Context: an optimization exercise on an open-source flow, tuned for small area, a short achievable clock period and few clock cycles per item. The choices shown serve that exercise and are no tape-out recipe.
RTL that was checked went through simulation tests only; none was proved equivalent to the original.

Setup of old:
## cmac_tag
module cmac_tag (
    input  wire         clk,
    input  wire         rst,           
    input  wire         in_valid,
    output wire         in_ready,
    input  wire         in_first,      
    input  wire         in_last,       
    input  wire [4:0]   in_nbytes,     
    input  wire [127:0] in_data,
    input  wire [127:0] key,
    output reg          tag_valid,
    output reg  [63:0]  tag
);
Size: about 5900 cells after synthesis, ~590 flip-flops, roughly 330 I/O pins, ~54000 µm² of cells after synthesis.
export LEC_CHECK = 0
export CAP_MARGIN = 20
export CORE_MARGIN = 2
export CORE_UTILIZATION = 40
export CTS_CLUSTER_DIAMETER = 70
export CTS_CLUSTER_SIZE = 24
export GPL_ROUTABILITY_DRIVEN = 0
export PLACE_DENSITY = 0.5
export SETUP_SLACK_MARGIN = 4.3
export SLEW_MARGIN = 20
create_clock -name core_clock -period 10.0 [get_ports {clk}]
standard.sh (not shown) runs the stock make flow with config.mk's settings and CLKGATE_MAP_FILE= SYNTH_SCRIPT=/design/flow/synth_recipe.tcl, a recipe that flattens the netlist after the stock synthesis.
==> flow/flow/run.sh <==
#!/bin/bash
# Layout flow: the standard flow (standard.sh), with synthesis run by
# flow/synth_custom.tcl, which maps logic with an area-recovering ABC script,
# and the port buffers made of buf_1 cells.
set -euo pipefail
cd "$(dirname "$0")/.."
W=$PWD
bash standard.sh SYNTH_SCRIPT=$W/flow/synth_custom.tcl \
  "BUFFER_PORTS_ARGS=-buffer_cell sky130_fd_sc_hd__buf_1" \
  finish > $W/flow_orfs.log 2>&1
==> flow/flow/abc_custom.script <==
strash
&get -n
&st
&dch
&nf -R 20 -p
&put
topo
stime -c
buffer -c
upsize -c
dnsize -c
==> flow/flow/synth_custom.tcl <==
# The standard flow's synthesis (synth_recipe.tcl) with one change: ABC maps with an
# area-recovering script instead of ORFS's abc_speed.script.
set ::custom_abc_script [file join [file dirname [file normalize [info script]]] abc_custom.script]
proc synth {args} { yosys synth -nofsm -noshare {*}$args }
proc abc {args} {
  set i [lsearch -exact $args -script]
  if { $i >= 0 } {
    set args [lreplace $args [expr {$i + 1}] [expr {$i + 1}] $::custom_abc_script]
  }
  yosys abc {*}$args
}
source $::env(SCRIPTS_DIR)/synth.tcl
# left out here: clear keep_hierarchy, flatten, clean up, hide names made inside functions, write 1_2_yosys.v
Testbench counts of old, summed over its fixed seeds: cycles 16,804, messages 480.
Input changes introduced in new (baseline for comparison: old):
--- a/flow/design.v
+++ b/flow/design.v
@@ -157,20 +157,21 @@
 );
     localparam [2:0] S_IDLE = 3'd0,    
                      S_LCMP = 3'd1,    
                      S_LRDY = 3'd2,    
                      S_RUN  = 3'd3,    
                      S_WAIT = 3'd4;    
     reg [2:0]   state;
     reg [3:0]   rnd;                   
     reg         rlast;                 
     reg         mid;                   
+    reg         mid_k;                 
     reg [127:0] s;                     
     reg [127:0] rk;                    
     reg [127:0] kq;                    
     reg [127:0] l;                     
     reg         lv;                    
     reg         kn;                    
     reg         blk_last;              
     reg         offer_q;               
     reg         hit_q;                 
     wire st_idle = (state == S_IDLE);
@@ -232,21 +233,21 @@
          r4 = (rnd == 4'd4), r5 = (rnd == 4'd5), r6 = (rnd == 4'd6),
          r7 = (rnd == 4'd7), r8 = (rnd == 4'd8), r9 = (rnd == 4'd9);
     wire [7:0] rcon = {mid & r7,
                        mid & r6,
                        mid & (r5 | r9),
                        mid & (r4 | r8 | r9),
                        mid & (r3 | r8),
                        mid & (r2 | r9),
                        mid & (r1 | r8 | r9),
                        !mid | r8};
-    wire [31:0] w3  = src[31:0];
+    wire [31:0] w3  = mid_k ? rk[31:0] : kq[31:0];
     wire [31:0] rot = {w3[23:0], w3[31:24]};
     wire [31:0] subw;
     generate
         for (g = 0; g < 4; g = g + 1) begin : g_ksub
             cmac_sbox u_ksbox (.a(rot[8*g +: 8]), .y(subw[8*g +: 8]));
         end
     endgenerate
     wire [31:0]  p0   = src[127:96] ^ {rcon, 24'd0};
     wire [31:0]  p1   = src[95:64]  ^ p0;
     wire [31:0]  p2   = src[63:32]  ^ p1;
@@ -293,37 +294,40 @@
         if (rst) begin
             state     <= S_IDLE;
             tag_valid <= 1'b0;
             lv        <= 1'b0;
             kn        <= 1'b0;
             offer_q   <= 1'b0;
             hit_q     <= 1'b0;
             rnd       <= 4'd1;
             rlast     <= 1'b0;
             mid       <= 1'b0;
+            mid_k     <= 1'b0;
             blk_last  <= 1'b0;
         end else begin
             tag_valid <= 1'b0;
             offer_q   <= in_valid && !take;
             hit_q     <= lv && (key == kq) && !kq_load;
             if (kq_load) begin
                 kn <= 1'b1;
                 lv <= 1'b0;
             end
             if (take || lstart) begin
                 rnd   <= 4'd1;
                 rlast <= 1'b0;
                 mid   <= 1'b1;
+                mid_k <= 1'b1;
             end else begin
                 rnd   <= rnd + 4'd1;
                 rlast <= (rnd == 4'd9);
                 mid   <= mid && (rnd != 4'd9);
+                mid_k <= mid_k && (rnd != 4'd9);
             end
             if (take || lstart)
                 blk_last <= in_last;
             case (state)
                 S_IDLE: begin
                     if (take)
                         state <= S_RUN;
                     else if (lstart)
                         state <= S_LCMP;
                 end
### Flow results
- new and old ended up with roughly the same number of sinks driven by the clock tree.
- Synthesized cell count went up slightly going from old to new.
- Looking at the reports, new completed the entire flow and the layout it produced met the timing, DRC and antenna checks.
- Changes observed in new relative to old: async set or reset register ratio after synthesis held steady, path depth of the worst reg2reg path increased about 25%, time the final worst path needs with I/O delays and setup down 0.027 ns.
- Compared old against new; area of the core region within noise.
- old vs new, slowest cell on the critical path: sky130_fd_sc_hd__xnor2_1 vs sky130_fd_sc_hd__dfxtp_4
- Summary of the comparison: post-route fraction of the period consumed by the critical path is lower in new, relative to old.
- Status: cell count after placement parity (old, new)
- Total non-filler cell area in the finished layout, old and new: higher on new
- Number of global-route vias before repair for new is higher than for old.
- Changes observed in new relative to old: data arrival time of the critical path dropped 0.04 ns; stage delay of the slowest cell on the critical path went down.
No functional check of the RTL was part of new.

========
== the previous run ==
cmac_tag, a different RTL version from the one above (not shown whole).
Size in the first run: roughly 5900 cells after synthesis, ~530 flip-flops, ~0.054 mm² of cells after synthesis.
clock: 10.0 ns
lec_check: 0
cap_margin: 20
core_margin: 2
core_utilization: 50
place_density: 0.6
setup_slack_margin: 3.5
slew_margin: 20
Scripts as last shown in full above: flow/flow/run.sh, flow/flow/abc_custom.script, flow/flow/synth_custom.tcl
> inputs changed (the previous run -> the current run)
--- a/flow/design.v
+++ b/flow/design.v
@@ -146,53 +146,52 @@
     input  wire         clk,
     input  wire         rst,           
     input  wire         in_valid,
     output wire         in_ready,
     input  wire         in_first,      
     input  wire         in_last,       
     input  wire [4:0]   in_nbytes,     
     input  wire [127:0] in_data,
     input  wire [127:0] key,
     output reg          tag_valid,
-    output wire [63:0]  tag
+    output reg  [63:0]  tag
 );
     localparam [2:0] S_IDLE = 3'd0,    
                      S_LCMP = 3'd1,    
                      S_LRDY = 3'd2,    
                      S_RUN  = 3'd3,    
                      S_WAIT = 3'd4;    
     reg [2:0]   state;
     reg [3:0]   rnd;                   
     reg         rlast;                 
     reg         mid;                   
     reg [127:0] s;                     
     reg [127:0] rk;                    
     reg [127:0] kq;                    
     reg [127:0] l;                     
     reg         lv;                    
     reg         kn;                    
     reg         blk_last;              
     reg         offer_q;               
     reg         hit_q;                 
-    assign tag = s[127:64];
     wire st_idle = (state == S_IDLE);
     wire st_lcmp = (state == S_LCMP);
     wire st_lrdy = (state == S_LRDY);
     wire st_run  = (state == S_RUN);
     wire st_wait = (state == S_WAIT);
     assign in_ready = (st_idle && offer_q && hit_q) ||
                       (st_lcmp && rlast && !blk_last) ||
                       st_lrdy || st_wait ||
-                      (st_run && rlast && !blk_last);
+                      (st_run && rlast && (!blk_last || (offer_q && hit_q)));
     wire take   = in_valid && in_ready;
     wire kq_load = (st_idle || (st_run && blk_last)) && offer_q && !hit_q && !kn;
-    wire lstart  = st_idle && offer_q && kn && in_valid;
+    wire lstart  = (st_idle || (st_run && rlast && blk_last)) && offer_q && kn && in_valid;
     wire [127:0] sb;                   
     genvar g;
     generate
         for (g = 0; g < 16; g = g + 1) begin : g_sub
             cmac_sbox u_sbox (.a(s[8*g +: 8]), .y(sb[8*g +: 8]));
         end
     endgenerate
     wire [127:0] sr;                   
     generate
         for (g = 0; g < 16; g = g + 1) begin : g_shift
@@ -263,27 +262,27 @@
     end
     wire [15:0] keep = lt | {16{full}};    
     reg [127:0] padded;
     integer i;
     always @(*) begin
         for (i = 0; i < 16; i = i + 1)
             padded[127 - 8*i -: 8] = (!in_last || keep[i]) ? in_data[127 - 8*i -: 8] :
                                      {dec[i] && !full, 7'd0};
     end
     wire [127:0] m_blk   = padded ^ (!in_last ? 128'd0 : full ? k1 : k2);
-    wire sel_r  = st_run || (st_lcmp && !rlast);
+    wire sel_r  = (st_lcmp || st_run) && !(rlast && (st_lcmp || blk_last));
     wire y_key  = take || lstart || !(sel_r || st_wait);
     wire [127:0] y = (take ? m_blk : 128'd0) ^ (y_key ? kq : 128'd0);
     wire busy = st_lcmp || st_run;
     always @(posedge clk) begin
-        s <= ({128{sel_r}} & mc) ^
-             (({128{sel_r}} & rk) ^ ({128{st_wait}} & s) ^ y);
+        s <= ({128{sel_r}} & round_out) ^ (({128{st_wait}} & s) ^ y);
+        tag <= round_out[127:64];
         rk <= rk_next;
         if (kq_load)
             kq <= key;
         if (st_lcmp && rlast)
             l <= round_out;
     end
     always @(posedge clk) begin
         if (rst) begin
             state     <= S_IDLE;
             tag_valid <= 1'b0;
@@ -329,21 +328,25 @@
                     end
                 end
                 S_LRDY: begin
                     if (take)
                         state <= S_RUN;
                 end
                 S_RUN: begin
                     if (rlast) begin
                         if (blk_last) begin
                             tag_valid <= 1'b1;
-                            state     <= S_IDLE;
+                            if (lstart)
+                                state <= S_LCMP;
+                            else if (!take) begin
+                                state <= S_IDLE;
+                            end
                         end else if (!take) begin
                             state <= S_WAIT;
                         end
                     end
                 end
                 S_WAIT: begin
                     if (take)
                         state <= S_RUN;
                 end
                 default: state <= S_IDLE;
Share of cell area taken by flip-flops and latches: the current run vs the previous run up 1.5 points. Compared with the previous run, the current run shows synthesis-to-finish area growth higher by 1.0 points. When the current run is measured against the previous run, its maximum number of pins on one net before global-route repair turns out 52 higher. Re share of the cycle needed by the critical path after routing: the current run is 0.41 points down on the previous run. The placed wire-length estimate after detailed placement number comes out lower for the previous run vs the current run. Compared with the previous run, the current run shows a higher wire length reported by the detailed router. The current run vs. the previous run: total routing resource utilization after global routing went down by 0.37 points. The current run vs the previous run on routed length on met3: the current run is the lower one. Delta (the current run minus the previous run): met1 track demand over resource in global routing did not really move, post-place setup slack went down. In the current run relative to the previous run, summed instance area of the synthesized netlist had gone up slightly. Sequential area share after synthesis: the current run vs the previous run up 1.9 points.
Testbench counts of the current run, summed over its fixed seeds: cycles 16,804, messages 480.
The RTL of the previous run was laid out without a check of its function.

========
cmac_tag, a different RTL version from the one above (not shown whole).
Size: ~330 I/O pins, ~58000 sq um of cells after synthesis.
// cmac_tag
module cmac_tag (
    input  wire         clk,
    input  wire         rst,           
    input  wire         in_valid,
    output wire         in_ready,
    input  wire         in_first,      
    input  wire         in_last,       
    input  wire [4:0]   in_nbytes,     
    input  wire [127:0] in_data,
    input  wire [127:0] key,
    output reg          tag_valid,
    output reg  [63:0]  tag
);
    localparam [2:0] S_IDLE = 3'd0,    
                     S_LCMP = 3'd1,    
                     S_LRDY = 3'd2,    
                     S_RUN  = 3'd3,    
                     S_WAIT = 3'd4;    
    reg [2:0]   state;
    reg [3:0]   rnd;                   
    reg         rlast;                 
    reg [127:0] s;                     
    reg [127:0] rk;                    
    reg [127:0] kq;                    
    reg [127:0] l;                     
    reg         lv;                    
    reg         blk_last;              
    reg         offer_q;               
    reg         hit_q;                 
    wire st_idle = (state == S_IDLE);
    wire st_lcmp = (state == S_LCMP);
    wire st_lrdy = (state == S_LRDY);
    wire st_run  = (state == S_RUN);
    wire st_wait = (state == S_WAIT);
    assign in_ready = (st_idle && offer_q && hit_q) ||
                      (st_lcmp && rlast && !blk_last) ||
                      st_lrdy || st_wait ||
                      (st_run && rlast && (!blk_last || (offer_q && hit_q)));
    wire take   = in_valid && in_ready;
    wire lstart = (st_idle || (st_run && rlast && blk_last)) &&
  ...
==> flow/config.mk <==
export PLATFORM = sky130hd
export DESIGN_NAME = cmac_tag
export DESIGN_NICKNAME = cmac_tag
export VERILOG_FILES = /design/flow/design.v
export SDC_FILE = /design/flow/constraint.sdc
export NUM_CORES = 8
export LEC_CHECK = 0
export CAP_MARGIN = 20
export CORE_MARGIN = 2
export CORE_UTILIZATION = 50
export PLACE_DENSITY = 0.6
export SETUP_SLACK_MARGIN = 3
export SLEW_MARGIN = 20
==> flow/constraint.sdc <==
create_clock -name core_clock -period 10.0 [get_ports {clk}]
set_input_delay 2.0000 -clock core_clock [delete_from_list [all_inputs] [get_ports {clk}]]
set_output_delay 2.0000 -clock core_clock [all_outputs]
set_load 0.01 [all_outputs]
==> flow/flow/abc_custom.script <==
strash
&get -n
&st
&dch
&nf -R 1000 -p
&put
topo
stime -c
buffer -c
upsize -c
dnsize -c
Scripts as last shown in full above: flow/flow/run.sh, flow/flow/synth_custom.tcl
The baseline went through all stages and came out clean.
Testbench counts at the start, summed over its fixed seeds: cycles 16,796, messages 480.
Then changed:
--- a/flow/design.v
+++ b/flow/design.v
@@ -249,34 +249,37 @@
     wire [31:0]  kt   = subw ^ {rcon, 24'd0};
     wire [31:0]  nk0  = rk[127:96] ^ kt;
     wire [31:0]  nk1  = rk[95:64]  ^ rk[127:96] ^ kt;
     wire [31:0]  nk2  = rk[63:32]  ^ rk[95:64] ^ rk[127:96] ^ kt;
     wire [31:0]  nk3  = rk[31:0]   ^ rk[63:32] ^ rk[95:64] ^ rk[127:96] ^ kt;
     wire [127:0] rk_next = {nk0, nk1, nk2, nk3};
     wire [127:0] round_out = mc ^ rk_next;
     wire [127:0] k1 = {l[126:0], 1'b0} ^ (l[127] ? 128'h87 : 128'h0);
     wire [127:0] k2 = {k1[126:0], 1'b0} ^ (k1[127] ? 128'h87 : 128'h0);
-    reg [127:0] padded;
-    integer b;
+    wire        full = in_nbytes[4];
+    reg  [15:0] dec;                   
+    reg  [15:0] lt;                    
+    integer j;
     always @(*) begin
-        for (b = 0; b < 16; b = b + 1) begin
-            if (b < in_nbytes)
-                padded[127 - 8*b -: 8] = in_data[127 - 8*b -: 8];
-            else if (b == in_nbytes)
-                padded[127 - 8*b -: 8] = 8'h80;
-            else
-                padded[127 - 8*b -: 8] = 8'h00;
+        for (j = 0; j < 16; j = j + 1) begin
+            dec[j] = (in_nbytes[3:0] == j);
+            lt[j]  = (in_nbytes[3:0] >  j);
         end
     end
-    wire         full    = in_nbytes[4];
-    wire [127:0] m_blk   = !in_last ? in_data :
-                           full     ? in_data ^ k1 :
-                                      padded ^ k2;
+    wire [15:0] keep = lt | {16{full}};    
+    reg [127:0] padded;
+    integer i;
+    always @(*) begin
+        for (i = 0; i < 16; i = i + 1)
+            padded[127 - 8*i -: 8] = (!in_last || keep[i]) ? in_data[127 - 8*i -: 8] :
+                                     {dec[i] && !full, 7'd0};
+    end
+    wire [127:0] m_blk   = padded ^ (!in_last ? 128'd0 : full ? k1 : k2);
     wire [127:0] kk      = lstart ? key : kq;
     wire [127:0] blockin = (take ? m_blk : 128'd0) ^ kk;
     wire busy = st_lcmp || st_run;
     always @(posedge clk) begin
         if (busy && !(rlast && (st_lcmp || blk_last)))
             s <= round_out ^ ((take || lstart) ? blockin : 128'd0);
         else if (st_wait)
             s <= s ^ (take ? blockin : 128'd0);
         else
After rerunning: Global-route usage hardly moves; count of clock-buffer cells in the layout decreases by 2; routed wire length drops by a few percent; clock skew rises by 0.0082 ns; sequential share of layout area is higher by 0.59 points; non-clock buffer count increases by 30; final cell count drops by a few percent; first-iteration DRC count fell by about a fifth; hold slack is better by 0.0039 ns; critical path depth does not change; via count is lower by a few percent; worst setup slack gets worse by 0.072 ns.
For the second run of this note, only the layout was checked, not whether the RTL still works.

static timing again, ports no longer ideal:
The flow's constraints put no driver on any port. The routed layouts listed below were extracted and timed again, unchanged, in two steps.
Step 1 sets driving cells, clkbuf_16 on the clock port and buf_2 on the other inputs (assumed; they add their load-dependent delay and slew).
Step 2, shift: input delay + t, output delay - t, t = (earliest + latest rising clock arrival at the registers) / 2. This alone moves slack from input paths to output paths.
a / b / c = ideal ports / drivers / drivers and shift; a / b = the first two.
| run | t (ns) | slack for setup (ns) | worst register clock-pin slew, ns |
|---|---|---|---|
| old | 0.808 | 4.442 / 4.442 / 4.251 | 0.10 / 0.10 |
| new | 0.787 | 4.469 / 4.469 / 3.908 | 0.10 / 0.10 |
| the previous run | 0.716 | 3.653 / 3.653 / 3.653 | 0.07 / 0.07 |
| the current run | 0.722 | 3.694 / 3.694 / 3.694 | 0.07 / 0.07 |
| the first run of note 3 | 0.738 | 3.275 / 3.275 / 3.275 | 0.07 / 0.07 |
| the second run of note 3 | 0.740 | 3.202 / 3.202 / 3.202 | 0.07 / 0.07 |
After both steps every run listed still meets setup and hold. For new, which loses most, drivers alone change the setup slack by 0.000 ns; drivers and shift together by -0.561 ns.
